Context: an optimization exercise on an open-source flow, tuned for small area, a short achievable clock period and few clock cycles. The choices shown serve that exercise and are no tape-out recipe.
No functional check of the RTL was part of this run.

--- config.mk ---
export PLATFORM = sky130hd
export DESIGN_NAME = cmd_rx_check
export DESIGN_NICKNAME = cmd_rx_check
export VERILOG_FILES = /design/flow/design.v
export SDC_FILE = /design/flow/constraint.sdc
export NUM_CORES = 4
export LEC_CHECK = 0
export CAP_MARGIN = 20
export CORE_MARGIN = 2
export CORE_UTILIZATION = 40
export PLACE_DENSITY = 0.6
export SLEW_MARGIN = 20
export SYNTH_HIERARCHICAL = 1
export SYNTH_MINIMUM_KEEP_SIZE = 0
--- constraint.sdc ---
create_clock -name core_clock -period 11.0 [get_ports {clk}]
set_input_delay 2.2000 -clock core_clock [delete_from_list [all_inputs] [get_ports {clk}]]
set_output_delay 2.2000 -clock core_clock [all_outputs]
set_load 0.01 [all_outputs]
--- design.v ---
module cmd_rx_check (
    input  wire         clk,
    input  wire         rst,           
    input  wire         in_valid,
    output wire         in_ready,
    input  wire [63:0]  in_data,
    input  wire         in_last,
    input  wire [3:0]   in_nbytes,     
    output reg          out_valid,
    output wire [2:0]   out_kind,
    output wire [7:0]   out_status,
    output wire [127:0] out_hdr
);
    localparam [2:0] K_ACCEPT     = 3'd0;
    localparam [2:0] K_RETRANSMIT = 3'd1;
    localparam [2:0] K_REPLY      = 3'd2;
    localparam [2:0] K_EVENT      = 3'd3;
    localparam [2:0] K_DISCARD    = 3'd4;
    localparam [2:0] K_DROP       = 3'd5;
    assign in_ready = 1'b1;
    function [31:0] residue(input [3:0] n);
        case (n)
            4'd1:    residue = 32'h552E4907;
            4'd2:    residue = 32'h1C220F94;
            4'd3:    residue = 32'h441A975C;
            4'd4:    residue = 32'h73D74D75;
            4'd5:    residue = 32'h44C19592;
            4'd6:    residue = 32'hA8D58375;
            4'd7:    residue = 32'hBA8D89CA;
            default: residue = 32'hB798B438;
        endcase
    endfunction
    reg         r_v;
    reg         r_last;
    reg [3:0]   r_n;
    reg [63:0]  r_d;
    integer k;
    reg [63:0] in_mask;
    always @(*) begin
        for (k = 0; k < 8; k = k + 1)
            in_mask[8*k +: 8] = (!in_last || k < in_nbytes) ? 8'hFF : 8'h00;
    end
    always @(posedge clk) begin
        if (rst)
            r_v <= 1'b0;
        else
            r_v <= in_valid;
    end
    always @(posedge clk) begin
        r_last <= in_last;
        r_n    <= in_nbytes;
        r_d    <= in_data & in_mask;
    end
    reg [31:0]  crc;           
    reg [9:0]   bidx;          
    reg [127:0] hdr;           
    wire [31:0] crc_next;
    crc32c_x64 u_crc (.u(r_d ^ {32'd0, crc}), .c(crc_next));
    wire b0 = (bidx == 10'd0);
    wire b1 = (bidx == 10'd1);
    always @(posedge clk) begin
        if (rst) begin
            crc  <= 32'hFFFFFFFF;
            bidx <= 10'd0;
        end else if (r_v) begin
            if (r_last) begin
                crc  <= 32'hFFFFFFFF;
                bidx <= 10'd0;
            end else begin
                crc  <= crc_next;
                if (!(bidx[9] && bidx[1]))
                    bidx <= bidx + 10'd1;
            end
        end
    end
    always @(posedge clk) begin
        if (r_v && b0)
            hdr[63:0] <= r_d;
        if (r_v && (b0 || b1))
            hdr[127:64] <= b1 ? r_d : 64'd0;
    end
    wire [7:0]  h_version = hdr[7:0];
    wire [15:0] h_seq     = hdr[31:16];
    wire [15:0] h_length  = hdr[47:32];
    wire [7:0]  h_flags   = hdr[55:48];
    wire        h_posted  = h_flags[1];
    wire        crc_ok  = (crc_next == residue(r_n));
    wire [15:0] len19   = h_length + 16'd19;       
    wire [2:0]  nm1     = r_n[2:0] - 3'd1;
    wire        len_ok  = (h_length <= 16'd4080) &&
                          ({6'd0, bidx} == {3'd0, len19[15:3]}) &&
                          (nm1 == len19[2:0]);
    wire        short   = (bidx < 10'd2) || (bidx == 10'd2 && r_n < 4'd4);
    wire        long    = bidx[9] && (bidx[1] || bidx[0] || r_n > 4'd4);
    wire        drop    = short || long;
    wire        bad     = !(crc_ok && len_ok);
    wire        badver  = (h_version != 8'h02);
    reg         have_expected;
    reg [15:0]  expected;
    reg [5:0]   count;         
    reg [31:0]  posted_tab;    
    wire [15:0] back       = expected - h_seq;
    wire        seq_exp    = !have_expected || (back == 16'd0);
    wire        in_history = (back[15:6] == 10'd0) && (back[5:0] <= count);
    wire        hist_post  = posted_tab[h_seq[4:0]];
    reg [2:0] v_kind;
    reg       v_st1, v_st0, v_st3;    
    reg       v_reply;                
    reg [2:0] kind;
    reg       st1, st0, st3, reply;
    always @(*) begin
        st1 = 1'b0; st0 = 1'b0; st3 = 1'b0; reply = 1'b0;
        if (drop) begin
            kind = K_DROP;
        end else if (bad) begin
            kind = K_REPLY; st1 = 1'b1; reply = 1'b1;
        end else if (badver) begin
            kind = K_REPLY; st1 = 1'b1; st0 = 1'b1; reply = 1'b1;
        end else if (seq_exp) begin
            kind = K_ACCEPT;
        end else if (in_history) begin
            kind = hist_post ? K_DISCARD : K_RETRANSMIT;
        end else begin
            kind = h_posted ? K_EVENT : K_REPLY; st3 = 1'b1; reply = 1'b1;
        end
    end
    always @(posedge clk) begin
        if (rst)
            out_valid <= 1'b0;
        else
            out_valid <= r_v && r_last;
    end
    always @(posedge clk) begin
        v_kind  <= kind;
        v_st1   <= st1;
        v_st0   <= st0;
        v_st3   <= st3;
        v_reply <= reply;
    end
    wire accept = out_valid && (v_kind == K_ACCEPT);
    always @(posedge clk) begin
        if (rst) begin
            have_expected <= 1'b0;
            expected      <= 16'd0;
            count         <= 6'd0;
        end else if (accept) begin
            have_expected <= 1'b1;
            expected      <= h_seq + 16'd1;
            if (!count[5])
                count <= count + 6'd1;
        end
    end
    always @(posedge clk) begin
        if (accept)
            posted_tab[h_seq[4:0]] <= h_posted;
    end
    wire [7:0] status = {4'd0, v_st3, 1'b0, v_st1, v_st0};
    assign out_kind   = v_kind;
    assign out_status = status;
    wire [7:0] flags_out = v_reply ? ((h_flags & 8'b0000_1101) | 8'b0100_0000)
                                   : h_flags;
    assign out_hdr[7:0]    = v_reply ? 8'h02 : h_version;
    assign out_hdr[31:8]   = hdr[31:8];
    assign out_hdr[47:32]  = v_reply ? 16'd0 : h_length;
    assign out_hdr[55:48]  = flags_out;
    assign out_hdr[63:56]  = v_reply ? status : hdr[63:56];
    assign out_hdr[95:64]  = hdr[95:64];
    assign out_hdr[127:96] = v_st3 ? {16'd0, expected} : hdr[127:96];
endmodule
module crc32c_x64 (
    input  wire [63:0] u,
    output wire [31:0] c
);
    wire t64;
    x2 g_t64 (.a(u[32]), .b(u[55]), .y(t64));
    wire t65;
    x2 g_t65 (.a(u[18]), .b(u[38]), .y(t65));
    wire t66;
    x2 g_t66 (.a(u[12]), .b(u[13]), .y(t66));
    wire t67;
    x2 g_t67 (.a(u[11]), .b(u[47]), .y(t67));
    wire t68;
    x2 g_t68 (.a(u[33]), .b(u[52]), .y(t68));
    wire t69;
    x2 g_t69 (.a(u[34]), .b(u[57]), .y(t69));
    wire t70;
    x2 g_t70 (.a(u[23]), .b(u[29]), .y(t70));
    wire t71;
    x2 g_t71 (.a(u[53]), .b(u[54]), .y(t71));
    wire t72;
    x2 g_t72 (.a(u[14]), .b(u[63]), .y(t72));
    wire t73;
    x2 g_t73 (.a(u[15]), .b(u[27]), .y(t73));
    wire t74;
    x2 g_t74 (.a(u[31]), .b(u[50]), .y(t74));
    wire t75;
    x2 g_t75 (.a(u[30]), .b(u[49]), .y(t75));
    wire t76;
    x2 g_t76 (.a(u[1]), .b(u[59]), .y(t76));
    wire t77;
    x2 g_t77 (.a(u[36]), .b(u[45]), .y(t77));
    wire t78;
    x2 g_t78 (.a(u[42]), .b(u[58]), .y(t78));
    wire t79;
    x2 g_t79 (.a(u[37]), .b(u[46]), .y(t79));
    wire t80;
    x2 g_t80 (.a(u[24]), .b(u[43]), .y(t80));
    wire t81;
    x2 g_t81 (.a(u[16]), .b(u[28]), .y(t81));
    wire t82;
    x2 g_t82 (.a(u[39]), .b(u[48]), .y(t82));
    wire t83;
    x2 g_t83 (.a(u[25]), .b(u[44]), .y(t83));
    wire t84;
    x2 g_t84 (.a(u[0]), .b(u[62]), .y(t84));
    wire t85;
    x2 g_t85 (.a(u[26]), .b(t64), .y(t85));
    wire t86;
    x2 g_t86 (.a(u[3]), .b(u[61]), .y(t86));
    wire t87;
    x2 g_t87 (.a(u[2]), .b(u[60]), .y(t87));
    wire t88;
    x2 g_t88 (.a(u[22]), .b(u[35]), .y(t88));
    wire t89;
    x2 g_t89 (.a(u[21]), .b(u[41]), .y(t89));
    wire t90;
    x2 g_t90 (.a(u[7]), .b(u[40]), .y(t90));
    wire t91;
    x2 g_t91 (.a(u[4]), .b(t73), .y(t91));
    wire t92;
    x2 g_t92 (.a(t65), .b(t67), .y(t92));
    wire t93;
    x2 g_t93 (.a(u[17]), .b(u[56]), .y(t93));
    wire t94;
    x2 g_t94 (.a(u[6]), .b(u[51]), .y(t94));
    wire t95;
    x2 g_t95 (.a(u[5]), .b(u[10]), .y(t95));
    wire t96;
    x2 g_t96 (.a(t68), .b(t75), .y(t96));
    wire t97;
    x2 g_t97 (.a(u[19]), .b(u[20]), .y(t97));
    wire t98;
    x2 g_t98 (.a(u[8]), .b(t80), .y(t98));
    wire t99;
    x2 g_t99 (.a(u[9]), .b(t83), .y(t99));
    wire t100;
    x2 g_t100 (.a(t72), .b(t74), .y(t100));
    wire t101;
    x2 g_t101 (.a(t66), .b(t71), .y(t101));
    wire t102;
    x2 g_t102 (.a(u[35]), .b(t77), .y(t102));
    wire t103;
    x2 g_t103 (.a(t79), .b(t89), .y(t103));
    wire t104;
    x2 g_t104 (.a(t78), .b(t86), .y(t104));
    wire t105;
    x2 g_t105 (.a(t81), .b(t95), .y(t105));
    wire t106;
    x2 g_t106 (.a(u[58]), .b(t84), .y(t106));
    wire t107;
    x2 g_t107 (.a(t70), .b(t76), .y(t107));
    wire t108;
    x2 g_t108 (.a(t70), .b(t94), .y(t108));
    wire t109;
    x2 g_t109 (.a(u[55]), .b(t69), .y(t109));
    wire t110;
    x2 g_t110 (.a(t82), .b(t93), .y(t110));
    wire t111;
    x2 g_t111 (.a(t87), .b(t90), .y(t111));
    wire t112;
    x2 g_t112 (.a(t88), .b(t92), .y(t112));
    wire t113;
    x2 g_t113 (.a(t85), .b(t91), .y(t113));
    wire t114;
    x2 g_t114 (.a(u[12]), .b(u[63]), .y(t114));
    wire t115;
    x2 g_t115 (.a(u[61]), .b(t65), .y(t115));
    wire t116;
    x2 g_t116 (.a(u[60]), .b(t99), .y(t116));
    wire t117;
    x2 g_t117 (.a(u[14]), .b(t98), .y(t117));
    wire t118;
    x2 g_t118 (.a(u[13]), .b(t105), .y(t118));
    wire t119;
    x2 g_t119 (.a(u[51]), .b(t103), .y(t119));
    wire t120;
    x2 g_t120 (.a(u[0]), .b(u[42]), .y(t120));
    wire t121;
    x2 g_t121 (.a(u[25]), .b(u[46]), .y(t121));
    wire t122;
    x2 g_t122 (.a(u[38]), .b(u[41]), .y(t122));
    wire t123;
    x2 g_t123 (.a(u[22]), .b(u[36]), .y(t123));
    wire t124;
    x2 g_t124 (.a(u[17]), .b(u[59]), .y(t124));
    wire t125;
    x2 g_t125 (.a(u[10]), .b(u[31]), .y(t125));
    wire t126;
    x2 g_t126 (.a(u[24]), .b(u[39]), .y(t126));
    wire t127;
    x2 g_t127 (.a(u[44]), .b(u[53]), .y(t127));
    wire t128;
    x2 g_t128 (.a(u[30]), .b(u[45]), .y(t128));
    wire t129;
    x2 g_t129 (.a(u[33]), .b(u[47]), .y(t129));
    wire t130;
    x2 g_t130 (.a(u[18]), .b(u[62]), .y(t130));
    wire t131;
    x2 g_t131 (.a(u[21]), .b(u[51]), .y(t131));
    wire t132;
    x2 g_t132 (.a(u[54]), .b(u[57]), .y(t132));
    wire t133;
    x2 g_t133 (.a(t77), .b(t97), .y(t133));
    wire t134;
    x2 g_t134 (.a(u[4]), .b(t66), .y(t134));
    wire t135;
    x2 g_t135 (.a(u[34]), .b(t68), .y(t135));
    wire t136;
    x2 g_t136 (.a(t82), .b(t84), .y(t136));
    wire t137;
    x2 g_t137 (.a(u[40]), .b(t69), .y(t137));
    wire t138;
    x2 g_t138 (.a(u[16]), .b(t76), .y(t138));
    wire t139;
    x2 g_t139 (.a(u[41]), .b(t79), .y(t139));
    wire t140;
    x2 g_t140 (.a(u[23]), .b(t88), .y(t140));
    wire t141;
    x2 g_t141 (.a(t75), .b(t97), .y(t141));
    wire t142;
    x2 g_t142 (.a(u[15]), .b(t111), .y(t142));
    wire t143;
    x2 g_t143 (.a(t101), .b(t108), .y(t143));
    wire t144;
    x2 g_t144 (.a(t87), .b(t104), .y(t144));
    wire t145;
    x2 g_t145 (.a(t71), .b(t96), .y(t145));
    wire t146;
    x2 g_t146 (.a(u[43]), .b(t109), .y(t146));
    wire t147;
    x2 g_t147 (.a(t78), .b(t100), .y(t147));
    wire t148;
    x2 g_t148 (.a(u[56]), .b(t101), .y(t148));
    wire t149;
    x2 g_t149 (.a(u[1]), .b(t85), .y(t149));
    wire t150;
    x2 g_t150 (.a(u[9]), .b(t113), .y(t150));
    wire t151;
    x2 g_t151 (.a(u[18]), .b(u[30]), .y(t151));
    wire t152;
    x2 g_t152 (.a(u[29]), .b(u[55]), .y(t152));
    wire t153;
    x2 g_t153 (.a(u[7]), .b(u[15]), .y(t153));
    wire t154;
    x2 g_t154 (.a(u[14]), .b(u[37]), .y(t154));
    wire t155;
    x2 g_t155 (.a(u[20]), .b(u[50]), .y(t155));
    wire t156;
    x2 g_t156 (.a(u[31]), .b(u[37]), .y(t156));
    wire t157;
    x2 g_t157 (.a(u[28]), .b(u[48]), .y(t157));
    wire t158;
    x2 g_t158 (.a(u[26]), .b(u[54]), .y(t158));
    wire t159;
    x2 g_t159 (.a(u[3]), .b(u[8]), .y(t159));
    wire t160;
    x2 g_t160 (.a(u[11]), .b(u[61]), .y(t160));
    wire t161;
    x2 g_t161 (.a(u[27]), .b(u[59]), .y(t161));
    wire t162;
    x2 g_t162 (.a(u[0]), .b(u[12]), .y(t162));
    wire t163;
    x2 g_t163 (.a(u[10]), .b(u[40]), .y(t163));
    wire t164;
    x2 g_t164 (.a(u[17]), .b(u[49]), .y(t164));
    wire t165;
    x2 g_t165 (.a(t71), .b(t74), .y(t165));
    wire t166;
    x2 g_t166 (.a(t72), .b(t94), .y(t166));
    wire t167;
    x2 g_t167 (.a(t80), .b(t89), .y(t167));
    wire t168;
    x2 g_t168 (.a(t68), .b(t87), .y(t168));
    wire t169;
    x2 g_t169 (.a(t81), .b(t114), .y(t169));
    wire t170;
    x2 g_t170 (.a(t64), .b(t123), .y(t170));
    wire t171;
    x2 g_t171 (.a(u[5]), .b(t67), .y(t171));
    wire t172;
    x2 g_t172 (.a(t80), .b(t151), .y(t172));
    wire t173;
    x2 g_t173 (.a(u[22]), .b(t114), .y(t173));
    wire t174;
    x2 g_t174 (.a(t79), .b(t131), .y(t174));
    wire t175;
    x2 g_t175 (.a(u[11]), .b(t93), .y(t175));
    wire t176;
    x2 g_t176 (.a(u[2]), .b(t90), .y(t176));
    wire t177;
    x2 g_t177 (.a(u[57]), .b(t67), .y(t177));
    wire t178;
    x2 g_t178 (.a(t76), .b(t163), .y(t178));
    wire t179;
    x2 g_t179 (.a(u[16]), .b(t73), .y(t179));
    wire t180;
    x2 g_t180 (.a(t69), .b(t86), .y(t180));
    wire t181;
    x2 g_t181 (.a(u[56]), .b(t125), .y(t181));
    wire t182;
    x2 g_t182 (.a(u[20]), .b(t65), .y(t182));
    wire t183;
    x2 g_t183 (.a(u[13]), .b(t83), .y(t183));
    wire t184;
    x2 g_t184 (.a(u[32]), .b(t91), .y(t184));
    wire t185;
    x2 g_t185 (.a(t99), .b(t106), .y(t185));
    wire t186;
    x2 g_t186 (.a(t85), .b(t139), .y(t186));
    wire t187;
    x2 g_t187 (.a(t102), .b(t178), .y(t187));
    wire t188;
    x2 g_t188 (.a(u[60]), .b(t104), .y(t188));
    wire t189;
    x2 g_t189 (.a(t120), .b(t171), .y(t189));
    wire t190;
    x2 g_t190 (.a(t100), .b(t108), .y(t190));
    wire t191;
    x2 g_t191 (.a(t96), .b(t140), .y(t191));
    wire t192;
    x2 g_t192 (.a(t132), .b(t134), .y(t192));
    wire t193;
    x2 g_t193 (.a(t92), .b(t156), .y(t193));
    wire t194;
    x2 g_t194 (.a(u[36]), .b(t136), .y(t194));
    wire t195;
    x2 g_t195 (.a(t110), .b(t154), .y(t195));
    wire t196;
    x2 g_t196 (.a(t69), .b(t102), .y(t196));
    wire t197;
    x2 g_t197 (.a(t92), .b(t103), .y(t197));
    wire t198;
    x2 g_t198 (.a(t77), .b(t106), .y(t198));
    wire t199;
    x2 g_t199 (.a(u[8]), .b(t100), .y(t199));
    wire t200;
    x2 g_t200 (.a(t102), .b(t115), .y(t200));
    wire t201;
    x2 g_t201 (.a(u[19]), .b(t109), .y(t201));
    wire t202;
    x2 g_t202 (.a(u[38]), .b(t98), .y(t202));
    wire t203;
    x2 g_t203 (.a(t107), .b(t141), .y(t203));
    wire t204;
    x2 g_t204 (.a(t96), .b(t130), .y(t204));
    wire t205;
    x2 g_t205 (.a(t147), .b(t152), .y(t205));
    wire t206;
    x2 g_t206 (.a(u[29]), .b(t118), .y(t206));
    wire t207;
    x2 g_t207 (.a(t116), .b(t122), .y(t207));
    wire t208;
    x2 g_t208 (.a(t129), .b(t148), .y(t208));
    wire t209;
    x2 g_t209 (.a(u[6]), .b(t112), .y(t209));
    wire t210;
    x2 g_t210 (.a(t107), .b(t146), .y(t210));
    wire t211;
    x2 g_t211 (.a(t138), .b(t144), .y(t211));
    wire t212;
    x2 g_t212 (.a(t117), .b(t176), .y(t212));
    wire t213;
    x2 g_t213 (.a(t119), .b(t184), .y(t213));
    wire t214;
    x2 g_t214 (.a(t118), .b(t190), .y(t214));
    wire t215;
    x2 g_t215 (.a(t111), .b(t149), .y(t215));
    wire t216;
    x2 g_t216 (.a(t116), .b(t135), .y(t216));
    wire t217;
    x2 g_t217 (.a(t112), .b(t164), .y(t217));
    wire t218;
    x2 g_t218 (.a(t150), .b(t174), .y(t218));
    wire o0_0;
    x2 g_o0_0 (.a(u[0]), .b(u[19]), .y(o0_0));
    wire o0_1;
    x2 g_o0_1 (.a(u[58]), .b(o0_0), .y(o0_1));
    wire o0_2;
    x2 g_o0_2 (.a(t123), .b(t161), .y(o0_2));
    wire o0_3;
    x2 g_o0_3 (.a(o0_1), .b(o0_2), .y(o0_3));
    wire o0_4;
    x2 g_o0_4 (.a(t110), .b(t168), .y(o0_4));
    wire o0_5;
    x2 g_o0_5 (.a(o0_3), .b(o0_4), .y(o0_5));
    wire o0_6;
    x2 g_o0_6 (.a(t146), .b(t197), .y(o0_6));
    wire o0_7;
    x2 g_o0_7 (.a(o0_5), .b(o0_6), .y(o0_7));
    wire o0_8;
    x2 g_o0_8 (.a(t206), .b(o0_7), .y(o0_8));
    assign c[0] = o0_8;
    wire o1_0;
    x2 g_o1_0 (.a(u[28]), .b(t127), .y(o1_0));
    wire o1_1;
    x2 g_o1_1 (.a(t162), .b(o1_0), .y(o1_1));
    wire o1_2;
    x2 g_o1_2 (.a(t137), .b(o1_1), .y(o1_2));
    wire o1_3;
    x2 g_o1_3 (.a(t188), .b(t195), .y(o1_3));
    wire o1_4;
    x2 g_o1_4 (.a(t203), .b(o1_2), .y(o1_4));
    wire o1_5;
    x2 g_o1_5 (.a(o1_3), .b(t209), .y(o1_5));
    wire o1_6;
    x2 g_o1_6 (.a(o1_4), .b(o1_5), .y(o1_6));
    assign c[1] = o1_6;
    wire o2_0;
    x2 g_o2_0 (.a(t74), .b(t82), .y(o2_0));
    wire o2_1;
    x2 g_o2_1 (.a(o2_0), .b(t106), .y(o2_1));
    wire o2_2;
    x2 g_o2_2 (.a(t167), .b(o2_1), .y(o2_2));
    wire o2_3;
    x2 g_o2_3 (.a(t142), .b(t192), .y(o2_3));
    wire o2_4;
    x2 g_o2_4 (.a(t200), .b(t203), .y(o2_4));
    wire o2_5;
    x2 g_o2_5 (.a(o2_2), .b(o2_3), .y(o2_5));
    wire o2_6;
    x2 g_o2_6 (.a(o2_4), .b(o2_5), .y(o2_6));
    assign c[2] = o2_6;
    wire o3_0;
    x2 g_o3_0 (.a(u[40]), .b(u[5]), .y(o3_0));
    wire o3_1;
    x2 g_o3_1 (.a(u[62]), .b(o3_0), .y(o3_1));
    wire o3_2;
    x2 g_o3_2 (.a(t126), .b(o3_1), .y(o3_2));
    wire o3_3;
    x2 g_o3_3 (.a(t141), .b(t170), .y(o3_3));
    wire o3_4;
    x2 g_o3_4 (.a(t183), .b(o3_2), .y(o3_4));
    wire o3_5;
    x2 g_o3_5 (.a(o3_3), .b(t119), .y(o3_5));
    wire o3_6;
    x2 g_o3_6 (.a(t199), .b(o3_4), .y(o3_6));
    wire o3_7;
    x2 g_o3_7 (.a(o3_5), .b(t211), .y(o3_7));
    wire o3_8;
    x2 g_o3_8 (.a(o3_6), .b(o3_7), .y(o3_8));
    assign c[3] = o3_8;
    wire o4_0;
    x2 g_o4_0 (.a(u[11]), .b(t121), .y(o4_0));
    wire o4_1;
    x2 g_o4_1 (.a(t130), .b(t82), .y(o4_1));
    wire o4_2;
    x2 g_o4_2 (.a(o4_0), .b(o4_1), .y(o4_2));
    wire o4_3;
    x2 g_o4_3 (.a(t104), .b(t133), .y(o4_3));
    wire o4_4;
    x2 g_o4_4 (.a(t137), .b(o4_2), .y(o4_4));
    wire o4_5;
    x2 g_o4_5 (.a(o4_3), .b(o4_4), .y(o4_5));
    wire o4_6;
    x2 g_o4_6 (.a(t150), .b(t214), .y(o4_6));
    wire o4_7;
    x2 g_o4_7 (.a(o4_5), .b(o4_6), .y(o4_7));
    assign c[4] = o4_7;
    wire o5_0;
    x2 g_o5_0 (.a(u[24]), .b(t69), .y(o5_0));
    wire o5_1;
    x2 g_o5_1 (.a(t75), .b(t88), .y(o5_1));
    wire o5_2;
    x2 g_o5_2 (.a(o5_0), .b(o5_1), .y(o5_2));
    wire o5_3;
    x2 g_o5_3 (.a(t134), .b(t166), .y(o5_3));
    wire o5_4;
    x2 g_o5_4 (.a(t182), .b(t85), .y(o5_4));
    wire o5_5;
    x2 g_o5_5 (.a(o5_2), .b(o5_3), .y(o5_5));
    wire o5_6;
    x2 g_o5_6 (.a(o5_4), .b(t142), .y(o5_6));
    wire o5_7;
    x2 g_o5_7 (.a(t194), .b(o5_5), .y(o5_7));
    wire o5_8;
    x2 g_o5_8 (.a(o5_6), .b(o5_7), .y(o5_8));
    assign c[5] = o5_8;
    wire o6_0;
    x2 g_o6_0 (.a(u[10]), .b(t121), .y(o6_0));
    wire o6_1;
    x2 g_o6_1 (.a(t157), .b(t86), .y(o6_1));
    wire o6_2;
    x2 g_o6_2 (.a(o6_0), .b(o6_1), .y(o6_2));
    wire o6_3;
    x2 g_o6_3 (.a(o6_2), .b(t142), .y(o6_3));
    wire o6_4;
    x2 g_o6_4 (.a(t199), .b(o6_3), .y(o6_4));
    wire o6_5;
    x2 g_o6_5 (.a(t210), .b(t217), .y(o6_5));
    wire o6_6;
    x2 g_o6_6 (.a(o6_4), .b(o6_5), .y(o6_6));
    assign c[6] = o6_6;
    wire o7_0;
    x2 g_o7_0 (.a(u[28]), .b(u[44]), .y(o7_0));
    wire o7_1;
    x2 g_o7_1 (.a(u[50]), .b(u[62]), .y(o7_1));
    wire o7_2;
    x2 g_o7_2 (.a(o7_0), .b(o7_1), .y(o7_2));
    wire o7_3;
    x2 g_o7_3 (.a(t124), .b(t66), .y(o7_3));
    wire o7_4;
    x2 g_o7_4 (.a(t95), .b(o7_2), .y(o7_4));
    wire o7_5;
    x2 g_o7_5 (.a(o7_3), .b(t180), .y(o7_5));
    wire o7_6;
    x2 g_o7_6 (.a(o7_4), .b(o7_5), .y(o7_6));
    wire o7_7;
    x2 g_o7_7 (.a(t191), .b(t202), .y(o7_7));
    wire o7_8;
    x2 g_o7_8 (.a(o7_6), .b(o7_7), .y(o7_8));
    wire o7_9;
    x2 g_o7_9 (.a(o7_8), .b(t218), .y(o7_9));
    assign c[7] = o7_9;
    wire o8_0;
    x2 g_o8_0 (.a(u[27]), .b(u[4]), .y(o8_0));
    wire o8_1;
    x2 g_o8_1 (.a(u[53]), .b(u[56]), .y(o8_1));
    wire o8_2;
    x2 g_o8_2 (.a(o8_0), .b(o8_1), .y(o8_2));
    wire o8_3;
    x2 g_o8_3 (.a(t126), .b(o8_2), .y(o8_3));
    wire o8_4;
    x2 g_o8_4 (.a(o8_3), .b(t112), .y(o8_4));
    wire o8_5;
    x2 g_o8_5 (.a(t198), .b(o8_4), .y(o8_5));
    wire o8_6;
    x2 g_o8_6 (.a(t214), .b(t216), .y(o8_6));
    wire o8_7;
    x2 g_o8_7 (.a(o8_5), .b(o8_6), .y(o8_7));
    assign c[8] = o8_7;
    wire o9_0;
    x2 g_o9_0 (.a(u[25]), .b(u[58]), .y(o9_0));
    wire o9_1;
    x2 g_o9_1 (.a(o9_0), .b(t128), .y(o9_1));
    wire o9_2;
    x2 g_o9_2 (.a(o9_1), .b(t115), .y(o9_2));
    wire o9_3;
    x2 g_o9_3 (.a(t140), .b(t166), .y(o9_3));
    wire o9_4;
    x2 g_o9_4 (.a(t167), .b(t179), .y(o9_4));
    wire o9_5;
    x2 g_o9_5 (.a(o9_2), .b(o9_3), .y(o9_5));
    wire o9_6;
    x2 g_o9_6 (.a(o9_4), .b(o9_5), .y(o9_6));
    wire o9_7;
    x2 g_o9_7 (.a(t208), .b(t215), .y(o9_7));
    wire o9_8;
    x2 g_o9_8 (.a(o9_6), .b(o9_7), .y(o9_8));
    assign c[9] = o9_8;
    wire o10_0;
    x2 g_o10_0 (.a(u[21]), .b(t153), .y(o10_0));
    wire o10_1;
    x2 g_o10_1 (.a(t158), .b(t70), .y(o10_1));
    wire o10_2;
    x2 g_o10_2 (.a(t83), .b(t84), .y(o10_2));
    wire o10_3;
    x2 g_o10_3 (.a(t95), .b(o10_0), .y(o10_3));
    wire o10_4;
    x2 g_o10_4 (.a(o10_1), .b(o10_2), .y(o10_4));
    wire o10_5;
    x2 g_o10_5 (.a(o10_3), .b(o10_4), .y(o10_5));
    wire o10_6;
    x2 g_o10_6 (.a(t117), .b(t188), .y(o10_6));
    wire o10_7;
    x2 g_o10_7 (.a(t193), .b(o10_5), .y(o10_7));
    wire o10_8;
    x2 g_o10_8 (.a(o10_6), .b(o10_7), .y(o10_8));
    assign c[10] = o10_8;
    wire o11_0;
    x2 g_o11_0 (.a(u[19]), .b(u[6]), .y(o11_0));
    wire o11_1;
    x2 g_o11_1 (.a(o11_0), .b(t128), .y(o11_1));
    wire o11_2;
    x2 g_o11_2 (.a(t160), .b(o11_1), .y(o11_2));
    wire o11_3;
    x2 g_o11_3 (.a(t136), .b(t138), .y(o11_3));
    wire o11_4;
    x2 g_o11_4 (.a(t173), .b(t99), .y(o11_4));
    wire o11_5;
    x2 g_o11_5 (.a(o11_2), .b(o11_3), .y(o11_5));
    wire o11_6;
    x2 g_o11_6 (.a(o11_4), .b(t113), .y(o11_6));
    wire o11_7;
    x2 g_o11_7 (.a(t202), .b(o11_5), .y(o11_7));
    wire o11_8;
    x2 g_o11_8 (.a(o11_6), .b(o11_7), .y(o11_8));
    assign c[11] = o11_8;
    wire o12_0;
    x2 g_o12_0 (.a(u[26]), .b(u[48]), .y(o12_0));
    wire o12_1;
    x2 g_o12_1 (.a(u[49]), .b(u[52]), .y(o12_1));
    wire o12_2;
    x2 g_o12_2 (.a(o12_0), .b(o12_1), .y(o12_2));
    wire o12_3;
    x2 g_o12_3 (.a(t89), .b(t90), .y(o12_3));
    wire o12_4;
    x2 g_o12_4 (.a(o12_2), .b(o12_3), .y(o12_4));
    wire o12_5;
    x2 g_o12_5 (.a(t133), .b(t173), .y(o12_5));
    wire o12_6;
    x2 g_o12_6 (.a(o12_4), .b(o12_5), .y(o12_6));
    wire o12_7;
    x2 g_o12_7 (.a(t185), .b(t193), .y(o12_7));
    wire o12_8;
    x2 g_o12_8 (.a(o12_6), .b(o12_7), .y(o12_8));
    wire o12_9;
    x2 g_o12_9 (.a(t210), .b(o12_8), .y(o12_9));
    assign c[12] = o12_9;
    wire o13_0;
    x2 g_o13_0 (.a(u[17]), .b(u[18]), .y(o13_0));
    wire o13_1;
    x2 g_o13_1 (.a(o13_0), .b(t127), .y(o13_1));
    wire o13_2;
    x2 g_o13_2 (.a(t155), .b(t70), .y(o13_2));
    wire o13_3;
    x2 g_o13_3 (.a(o13_1), .b(o13_2), .y(o13_3));
    wire o13_4;
    x2 g_o13_4 (.a(t169), .b(t96), .y(o13_4));
    wire o13_5;
    x2 g_o13_5 (.a(t98), .b(o13_3), .y(o13_5));
    wire o13_6;
    x2 g_o13_6 (.a(o13_4), .b(t149), .y(o13_6));
    wire o13_7;
    x2 g_o13_7 (.a(t189), .b(t196), .y(o13_7));
    wire o13_8;
    x2 g_o13_8 (.a(o13_5), .b(o13_6), .y(o13_8));
    wire o13_9;
    x2 g_o13_9 (.a(o13_7), .b(o13_8), .y(o13_9));
    assign c[13] = o13_9;
    wire o14_0;
    x2 g_o14_0 (.a(u[52]), .b(u[55]), .y(o14_0));
    wire o14_1;
    x2 g_o14_1 (.a(o14_0), .b(t126), .y(o14_1));
    wire o14_2;
    x2 g_o14_2 (.a(t128), .b(t162), .y(o14_2));
    wire o14_3;
    x2 g_o14_3 (.a(t76), .b(t88), .y(o14_3));
    wire o14_4;
    x2 g_o14_4 (.a(t94), .b(o14_1), .y(o14_4));
    wire o14_5;
    x2 g_o14_5 (.a(o14_2), .b(o14_3), .y(o14_5));
    wire o14_6;
    x2 g_o14_6 (.a(t105), .b(t165), .y(o14_6));
    wire o14_7;
    x2 g_o14_7 (.a(t177), .b(o14_4), .y(o14_7));
    wire o14_8;
    x2 g_o14_8 (.a(o14_5), .b(o14_6), .y(o14_8));
    wire o14_9;
    x2 g_o14_9 (.a(o14_7), .b(o14_8), .y(o14_9));
    wire o14_10;
    x2 g_o14_10 (.a(t207), .b(o14_9), .y(o14_10));
    assign c[14] = o14_10;
    wire o15_0;
    x2 g_o15_0 (.a(u[52]), .b(t121), .y(o15_0));
    wire o15_1;
    x2 g_o15_1 (.a(t125), .b(t160), .y(o15_1));
    wire o15_2;
    x2 g_o15_2 (.a(t77), .b(t78), .y(o15_2));
    wire o15_3;
    x2 g_o15_3 (.a(o15_0), .b(o15_1), .y(o15_3));
    wire o15_4;
    x2 g_o15_4 (.a(o15_2), .b(t110), .y(o15_4));
    wire o15_5;
    x2 g_o15_5 (.a(o15_3), .b(o15_4), .y(o15_5));
    wire o15_6;
    x2 g_o15_6 (.a(t143), .b(o15_5), .y(o15_6));
    wire o15_7;
    x2 g_o15_7 (.a(t215), .b(o15_6), .y(o15_7));
    assign c[15] = o15_7;
    wire o16_0;
    x2 g_o16_0 (.a(t161), .b(t86), .y(o16_0));
    wire o16_1;
    x2 g_o16_1 (.a(o16_0), .b(t177), .y(o16_1));
    wire o16_2;
    x2 g_o16_2 (.a(o16_1), .b(t148), .y(o16_2));
    wire o16_3;
    x2 g_o16_3 (.a(t186), .b(t204), .y(o16_3));
    wire o16_4;
    x2 g_o16_4 (.a(o16_2), .b(o16_3), .y(o16_4));
    wire o16_5;
    x2 g_o16_5 (.a(t212), .b(o16_4), .y(o16_5));
    assign c[16] = o16_5;
    wire o17_0;
    x2 g_o17_0 (.a(u[62]), .b(t157), .y(o17_0));
    wire o17_1;
    x2 g_o17_1 (.a(t159), .b(o17_0), .y(o17_1));
    wire o17_2;
    x2 g_o17_2 (.a(t91), .b(o17_1), .y(o17_2));
    wire o17_3;
    x2 g_o17_3 (.a(t147), .b(t201), .y(o17_3));
    wire o17_4;
    x2 g_o17_4 (.a(o17_2), .b(o17_3), .y(o17_4));
    wire o17_5;
    x2 g_o17_5 (.a(t207), .b(t208), .y(o17_5));
    wire o17_6;
    x2 g_o17_6 (.a(o17_4), .b(o17_5), .y(o17_6));
    assign c[17] = o17_6;
    wire o18_0;
    x2 g_o18_0 (.a(u[61]), .b(u[9]), .y(o18_0));
    wire o18_1;
    x2 g_o18_1 (.a(o18_0), .b(t120), .y(o18_1));
    wire o18_2;
    x2 g_o18_2 (.a(t158), .b(t72), .y(o18_2));
    wire o18_3;
    x2 g_o18_3 (.a(o18_1), .b(o18_2), .y(o18_3));
    wire o18_4;
    x2 g_o18_4 (.a(t133), .b(t168), .y(o18_4));
    wire o18_5;
    x2 g_o18_5 (.a(o18_3), .b(o18_4), .y(o18_5));
    wire o18_6;
    x2 g_o18_6 (.a(o18_5), .b(t213), .y(o18_6));
    wire o18_7;
    x2 g_o18_7 (.a(t217), .b(o18_6), .y(o18_7));
    assign c[18] = o18_7;
    wire o19_0;
    x2 g_o19_0 (.a(u[15]), .b(u[41]), .y(o19_0));
    wire o19_1;
    x2 g_o19_1 (.a(u[53]), .b(u[57]), .y(o19_1));
    wire o19_2;
    x2 g_o19_2 (.a(o19_0), .b(o19_1), .y(o19_2));
    wire o19_3;
    x2 g_o19_3 (.a(t155), .b(t66), .y(o19_3));
    wire o19_4;
    x2 g_o19_4 (.a(t84), .b(o19_2), .y(o19_4));
    wire o19_5;
    x2 g_o19_5 (.a(o19_3), .b(t107), .y(o19_5));
    wire o19_6;
    x2 g_o19_6 (.a(t175), .b(o19_4), .y(o19_6));
    wire o19_7;
    x2 g_o19_7 (.a(o19_5), .b(t144), .y(o19_7));
    wire o19_8;
    x2 g_o19_8 (.a(o19_6), .b(o19_7), .y(o19_8));
    assign c[19] = o19_8;
    wire o20_0;
    x2 g_o20_0 (.a(t131), .b(t72), .y(o20_0));
    wire o20_1;
    x2 g_o20_1 (.a(t84), .b(o20_0), .y(o20_1));
    wire o20_2;
    x2 g_o20_2 (.a(t172), .b(o20_1), .y(o20_2));
    wire o20_3;
    x2 g_o20_3 (.a(t192), .b(o20_2), .y(o20_3));
    wire o20_4;
    x2 g_o20_4 (.a(t211), .b(o20_3), .y(o20_4));
    assign c[20] = o20_4;
    wire o21_0;
    x2 g_o21_0 (.a(u[1]), .b(u[29]), .y(o21_0));
    wire o21_1;
    x2 g_o21_1 (.a(u[33]), .b(o21_0), .y(o21_1));
    wire o21_2;
    x2 g_o21_2 (.a(t72), .b(t81), .y(o21_2));
    wire o21_3;
    x2 g_o21_3 (.a(t83), .b(o21_1), .y(o21_3));
    wire o21_4;
    x2 g_o21_4 (.a(o21_2), .b(t180), .y(o21_4));
    wire o21_5;
    x2 g_o21_5 (.a(t181), .b(t91), .y(o21_5));
    wire o21_6;
    x2 g_o21_6 (.a(o21_3), .b(o21_4), .y(o21_6));
    wire o21_7;
    x2 g_o21_7 (.a(o21_5), .b(t194), .y(o21_7));
    wire o21_8;
    x2 g_o21_8 (.a(t197), .b(o21_6), .y(o21_8));
    wire o21_9;
    x2 g_o21_9 (.a(o21_7), .b(o21_8), .y(o21_9));
    assign c[21] = o21_9;
    wire o22_0;
    x2 g_o22_0 (.a(u[42]), .b(u[43]), .y(o22_0));
    wire o22_1;
    x2 g_o22_1 (.a(u[46]), .b(u[56]), .y(o22_1));
    wire o22_2;
    x2 g_o22_2 (.a(u[60]), .b(u[63]), .y(o22_2));
    wire o22_3;
    x2 g_o22_3 (.a(o22_0), .b(o22_1), .y(o22_3));
    wire o22_4;
    x2 g_o22_4 (.a(o22_2), .b(t66), .y(o22_4));
    wire o22_5;
    x2 g_o22_5 (.a(t89), .b(o22_3), .y(o22_5));
    wire o22_6;
    x2 g_o22_6 (.a(o22_4), .b(o22_5), .y(o22_6));
    wire o22_7;
    x2 g_o22_7 (.a(t113), .b(t187), .y(o22_7));
    wire o22_8;
    x2 g_o22_8 (.a(t204), .b(o22_6), .y(o22_8));
    wire o22_9;
    x2 g_o22_9 (.a(o22_7), .b(o22_8), .y(o22_9));
    assign c[22] = o22_9;
    wire o23_0;
    x2 g_o23_0 (.a(u[10]), .b(u[21]), .y(o23_0));
    wire o23_1;
    x2 g_o23_1 (.a(u[52]), .b(o23_0), .y(o23_1));
    wire o23_2;
    x2 g_o23_2 (.a(t124), .b(t127), .y(o23_2));
    wire o23_3;
    x2 g_o23_3 (.a(t82), .b(o23_1), .y(o23_3));
    wire o23_4;
    x2 g_o23_4 (.a(o23_2), .b(t115), .y(o23_4));
    wire o23_5;
    x2 g_o23_5 (.a(o23_3), .b(o23_4), .y(o23_5));
    wire o23_6;
    x2 g_o23_6 (.a(o23_5), .b(t205), .y(o23_6));
    assign c[23] = o23_6;
    wire o24_0;
    x2 g_o24_0 (.a(u[17]), .b(u[2]), .y(o24_0));
    wire o24_1;
    x2 g_o24_1 (.a(u[38]), .b(u[47]), .y(o24_1));
    wire o24_2;
    x2 g_o24_2 (.a(u[48]), .b(o24_0), .y(o24_2));
    wire o24_3;
    x2 g_o24_3 (.a(o24_1), .b(t64), .y(o24_3));
    wire o24_4;
    x2 g_o24_4 (.a(t73), .b(o24_2), .y(o24_4));
    wire o24_5;
    x2 g_o24_5 (.a(o24_3), .b(t137), .y(o24_5));
    wire o24_6;
    x2 g_o24_6 (.a(o24_4), .b(o24_5), .y(o24_6));
    wire o24_7;
    x2 g_o24_7 (.a(t119), .b(t145), .y(o24_7));
    wire o24_8;
    x2 g_o24_8 (.a(t198), .b(o24_6), .y(o24_8));
    wire o24_9;
    x2 g_o24_9 (.a(o24_7), .b(t206), .y(o24_9));
    wire o24_10;
    x2 g_o24_10 (.a(o24_8), .b(o24_9), .y(o24_10));
    assign c[24] = o24_10;
    wire o25_0;
    x2 g_o25_0 (.a(u[34]), .b(u[3]), .y(o25_0));
    wire o25_1;
    x2 g_o25_1 (.a(o25_0), .b(t76), .y(o25_1));
    wire o25_2;
    x2 g_o25_2 (.a(t81), .b(o25_1), .y(o25_2));
    wire o25_3;
    x2 g_o25_3 (.a(t110), .b(t139), .y(o25_3));
    wire o25_4;
    x2 g_o25_4 (.a(o25_2), .b(o25_3), .y(o25_4));
    wire o25_5;
    x2 g_o25_5 (.a(t145), .b(o25_4), .y(o25_5));
    wire o25_6;
    x2 g_o25_6 (.a(t205), .b(t209), .y(o25_6));
    wire o25_7;
    x2 g_o25_7 (.a(o25_5), .b(o25_6), .y(o25_7));
    assign c[25] = o25_7;
    wire o26_0;
    x2 g_o26_0 (.a(u[11]), .b(t74), .y(o26_0));
    wire o26_1;
    x2 g_o26_1 (.a(t78), .b(t90), .y(o26_1));
    wire o26_2;
    x2 g_o26_2 (.a(o26_0), .b(o26_1), .y(o26_2));
    wire o26_3;
    x2 g_o26_3 (.a(t101), .b(t105), .y(o26_3));
    wire o26_4;
    x2 g_o26_4 (.a(o26_2), .b(o26_3), .y(o26_4));
    wire o26_5;
    x2 g_o26_5 (.a(t191), .b(o26_4), .y(o26_5));
    wire o26_6;
    x2 g_o26_6 (.a(t213), .b(o26_5), .y(o26_6));
    assign c[26] = o26_6;
    wire o27_0;
    x2 g_o27_0 (.a(t122), .b(t124), .y(o27_0));
    wire o27_1;
    x2 g_o27_1 (.a(t74), .b(t81), .y(o27_1));
    wire o27_2;
    x2 g_o27_2 (.a(o27_0), .b(o27_1), .y(o27_2));
    wire o27_3;
    x2 g_o27_3 (.a(t135), .b(t170), .y(o27_3));
    wire o27_4;
    x2 g_o27_4 (.a(o27_2), .b(o27_3), .y(o27_4));
    wire o27_5;
    x2 g_o27_5 (.a(t117), .b(t143), .y(o27_5));
    wire o27_6;
    x2 g_o27_6 (.a(t189), .b(o27_4), .y(o27_6));
    wire o27_7;
    x2 g_o27_7 (.a(o27_5), .b(o27_6), .y(o27_7));
    assign c[27] = o27_7;
    wire o28_0;
    x2 g_o28_0 (.a(u[1]), .b(u[35]), .y(o28_0));
    wire o28_1;
    x2 g_o28_1 (.a(u[42]), .b(o28_0), .y(o28_1));
    wire o28_2;
    x2 g_o28_2 (.a(t153), .b(t64), .y(o28_2));
    wire o28_3;
    x2 g_o28_3 (.a(o28_1), .b(o28_2), .y(o28_3));
    wire o28_4;
    x2 g_o28_4 (.a(t172), .b(o28_3), .y(o28_4));
    wire o28_5;
    x2 g_o28_5 (.a(t143), .b(t195), .y(o28_5));
    wire o28_6;
    x2 g_o28_6 (.a(o28_4), .b(o28_5), .y(o28_6));
    wire o28_7;
    x2 g_o28_7 (.a(t216), .b(o28_6), .y(o28_7));
    assign c[28] = o28_7;
    wire o29_0;
    x2 g_o29_0 (.a(u[15]), .b(u[16]), .y(o29_0));
    wire o29_1;
    x2 g_o29_1 (.a(u[26]), .b(o29_0), .y(o29_1));
    wire o29_2;
    x2 g_o29_2 (.a(o29_1), .b(t181), .y(o29_2));
    wire o29_3;
    x2 g_o29_3 (.a(t183), .b(o29_2), .y(o29_3));
    wire o29_4;
    x2 g_o29_4 (.a(t145), .b(t200), .y(o29_4));
    wire o29_5;
    x2 g_o29_5 (.a(t201), .b(o29_3), .y(o29_5));
    wire o29_6;
    x2 g_o29_6 (.a(o29_4), .b(t212), .y(o29_6));
    wire o29_7;
    x2 g_o29_7 (.a(o29_5), .b(o29_6), .y(o29_7));
    assign c[29] = o29_7;
    wire o30_0;
    x2 g_o30_0 (.a(u[14]), .b(u[39]), .y(o30_0));
    wire o30_1;
    x2 g_o30_1 (.a(o30_0), .b(t159), .y(o30_1));
    wire o30_2;
    x2 g_o30_2 (.a(t97), .b(o30_1), .y(o30_2));
    wire o30_3;
    x2 g_o30_3 (.a(t165), .b(t175), .y(o30_3));
    wire o30_4;
    x2 g_o30_4 (.a(t179), .b(o30_2), .y(o30_4));
    wire o30_5;
    x2 g_o30_5 (.a(o30_3), .b(t185), .y(o30_5));
    wire o30_6;
    x2 g_o30_6 (.a(t186), .b(t196), .y(o30_6));
    wire o30_7;
    x2 g_o30_7 (.a(o30_4), .b(o30_5), .y(o30_7));
    wire o30_8;
    x2 g_o30_8 (.a(o30_6), .b(o30_7), .y(o30_8));
    assign c[30] = o30_8;
    wire o31_0;
    x2 g_o31_0 (.a(t129), .b(t132), .y(o31_0));
    wire o31_1;
    x2 g_o31_1 (.a(t78), .b(t93), .y(o31_1));
    wire o31_2;
    x2 g_o31_2 (.a(o31_0), .b(o31_1), .y(o31_2));
    wire o31_3;
    x2 g_o31_3 (.a(t169), .b(t182), .y(o31_3));
    wire o31_4;
    x2 g_o31_4 (.a(o31_2), .b(o31_3), .y(o31_4));
    wire o31_5;
    x2 g_o31_5 (.a(t187), .b(o31_4), .y(o31_5));
    wire o31_6;
    x2 g_o31_6 (.a(o31_5), .b(t218), .y(o31_6));
    assign c[31] = o31_6;
endmodule
module x2 (
    input  wire a,
    input  wire b,
    output wire y
);
    assign y = a ^ b;
endmodule
--- run.sh ---
#!/bin/bash
# synth_recipe.tcl (not shown) runs the flow's synth.tcl, then flattens the netlist and writes it again
# the make line also repeats each setting of config.mk as NAME=value (left out here)
make -C /OpenROAD-flow-scripts/flow DESIGN_CONFIG=/design/flow/config.mk WORK_HOME=/design/flow/orfs CLKGATE_MAP_FILE= SYNTH_SCRIPT=/design/flow/synth_recipe.tcl finish
==> qor.yml <==
status: "finished clean"
drt-total-wl_um: 67800
worstHoldStart: "r_d[21]$_DFF_P_"
ctsHoldBuffers: 0
clock_path_buffers: 3
finalSetupViolations: 0
die_y_um: 223
rsz0062_at_grt: "no"
min_period_ps: 5500
wire_per_inst_um: 25.8
avgSynthCellArea_sq_um: 10.1
clock-sinks: 302
dpl_cell_area_sq_um: 21200
path_clk_slew_ps: 60
synth-edff-count: 160
area_delta_synth_final_pct: 17.0
initial_core_util_pct: 40.3
first_global_vias: 14011
holdPathStages: 0
port_buffers: 206
clk_latency_ps: 560
final_cells: 2625
end_kind: "flip-flop"
synth_cells: 1887
p_leak_nw: 8.78
finalWorstSetupSlack_ps: 5500
holdPathEnd: "hdr[21]$_DFFE_PP_"
hold_ws_ps: 481
place_congestion: 1.03
synth_flop_cell: "edfxtp_1"
power.density_nw_per_um2: 322
final_cell_mix: "xor2_1, clkdlybuf4s50_1, edfxtp_1"
stdcell_area_sq_um: 22400
critPathLaunchType: "flip-flop"
cts-root-buf: "clkbuf_16"
cts_tree: "built"
placedCellCount: 2559
grt_max_degree: 67
track_usage_pct: 27.1
hold_viol: 0
antenna_found_initial: 0
worst_pin_slew_ps: 1020
fin_nets: 2090
gr-total-overflow: 0
ant_nets: 0
multi_input_area_sq_um: 10400
finalClockSkew_ps: 23.6
worstPathMaxFanout: 4
pre_cts_ws_ps: 5620
final_util_pct: 47.2
hold_class: "reg2reg"
synthArstFlopShare_pct: 0
maxCapViolations: 0
period_share_pct: 50.0
cp.arrival_ps: 6000
final_layout_size_suffix_gt1_share_pct: 6.92
crit_required_ps: 11500
ys_ff_latch: 302
fin_tns_setup_ps: 0
slew_viol_final: 0
power_mw: 7.20
ys_warn_count: 7
relSlewSlack_pct: 30.2
fmax_mhz: 182
layout_commonest_cell: "xor2_1"
fillers: 4541
reg2regPathDepth: 15
dieArea_sq_um: 49600
drt_iter0_markers: 1155
post-cts-setup-buffers: 0
num_vias: 14099
cts-resized-gates: 0
r2r-start: "r_d[25]$_DFF_P_"
synth_cell_types: 78
hpwl_um: 52800
drt-pass1-iter-count: 5
htreeDepth: 2
io_pins: 213
core_sq_um: 47400
die_w_um: 223
grt_pass1_wl_um: 97200
final-seq-area_sq_um: 7650
row_count: 80
rr_endpoint: "v_st3$_SDFF_PP0_"
drc: 0
vias_per_cell: 5.37
yosysSeqAreaShare_pct: 40.0
ir_worst_vdd_mv: 0.171
rrSetupSlack_ps: 5500
netlist_area_sq_um: 19100
numCtsBuffers: 36
critPathKind: "reg2reg"
[registers in the layout, summed over array words and instances (netlist names)]
register and count:
bidx 10, count 6, crc 32, expected 16, have_expected 1, hdr 128, out_valid 1, posted_tab 32
r_d 64, r_last 1, r_n 4, r_v 1, v_kind 3, v_st0 1, v_st1 1, v_st3 1
[Yosys stat by module, one instance, submodules excluded]
module / times used / area (sq um) / flip-flops and latches / cells
crc32c_x64: 1 / 240 / 0 / 32
cmd_rx_check: 1 / 15200 / 302 / 1432
x2: 423 / 8.76 / 0 / 1
[metal layers]
metal	up-vias	global-route usage, %	share of wire (%)
met2	472	46.0	48
met3	119	3.49	4.4
met4	0	11.1	4.3
li1	6627	-	-
met5	-	0	0
met1	6881	34.8	43
[Yosys cell counts, types with 10 or more instances]
cell type	instances	share of area, %
a21o_1	13	0.51
mux2_2	35	2.1
inv_1	37	0.73
a21oi_1	35	0.92
nor3_1	26	0.68
xor2_1	482	22
nor4_1	21	0.69
nand3_1	20	0.52
and2_1	43	1.4
clkbuf_1	63	1.2
o21ai_0	54	1.4
dfxtp_1	142	15
a211oi_1	20	0.78
and3_1	79	2.6
buf_4	101	4.0
edfxtp_1	160	25
xnor2_1	38	1.7
nor2b_1	83	2.7
ha_1	35	2.3
mux2i_1	38	2.0
nand2_1	84	1.6
mux4_2	10	1.2
nand2b_1	16	0.52
nand4_1	20	0.65
or3_1	15	0.49
o211ai_1	10	0.39
nor2_1	82	1.6
[cell families (layout without fill, tap and decap cells)]
family | count (synthesis) | count (layout) | share of synthesized area, %
flip-flops | 302 | 302 | 40.0
buffers and inverters | 211 | 329 | 6.15
AND/OR/NAND/NOR | 523 | 523 | 15.0
multiplexers | 83 | 83 | 5.23
XOR/XNOR | 520 | 520 | 23.8
AO/OA/AOI/OAI | 210 | 210 | 7.44
adder cells (fa/ha/maj) | 36 | 36 | 2.39
other | 2 | 7 | 0.0393
[how the worst max path moves through the flow]
| stage | cells after the start | start | endpoint |
|---|---|---|---|
| 2_1_floorplan | 3 | bidx[6]$_SDFFE_PP0P_ | hdr[100]$_SDFFCE_PP0P_ |
| 3_3_place_gp | 14 | r_d[25]$_DFF_P_ | v_st3$_SDFF_PP0_ |
| 3_5_place_dp | 14 | r_d[27]$_DFF_P_ | v_kind[2]$_SDFF_PP1_ |
| 4_1_cts | 14 | r_d[27]$_DFF_P_ | v_kind[2]$_SDFF_PP1_ |
| 5_1_grt | 14 | r_d[27]$_DFF_P_ | v_kind[2]$_SDFF_PP1_ |
| 6_report | 15 | r_d[25]$_DFF_P_ | v_st3$_SDFF_PP0_ |
[power by group]
| part | switching, mW | internal, mW |
|---|---|---|
| clock | 0.503 | 0.739 |
| sequential | 0.0878 | 1.26 |
| combinational | 3.10 | 1.51 |
| total | 3.69 | 3.51 |
[layout make-up]
class	instances	share of cell area, %
clock inverters	19	1.08
repair buffers	225	9.94
inverters	39	0.654
flip-flops and latches	302	34.2
multi-input cells	1378	46.3
diodes	1	0.0112
well taps	615	3.44
clock buffers	46	4.42
[worst max-delay path: stages (launching register included)]
cell     delay, ps
dfxtp_1        370
xor2_1         480
xor2_1         770
xor2_1         570
xor2_1         310
xor2_1         590
xor2_1         230
xor2_1         320
inv_1          120
nor4_1         280
o21ai_1        150
nand2_1         90
nand4_1        120
nor4b_1        540
and3_1         290
and4b_1        200

static timing again, ports no longer ideal:
Ports are ideal in the flow. The routed layout listed here was re-timed in OpenROAD. Step 1: set_driving_cell puts a clkbuf_16 on clk and a buf_2 on each other input, an assumption about the parent block. Step 2 also shifts input and output timing later by t, the mid clock arrival at the registers, as if the neighbouring blocks saw the same clock. Slacks: no drivers / after step 1 / after step 2; pairs: no drivers / after step 1.
shift t [ns]: 0.605
slack for setup (ns): 5.500 / 5.500 / 5.500
worst register clock-pin slew, ns: 0.06 / 0.06
After both steps setup and hold are still met in this run. For this run, drivers alone change the setup slack by 0.000 ns; drivers and shift together by 0.000 ns.
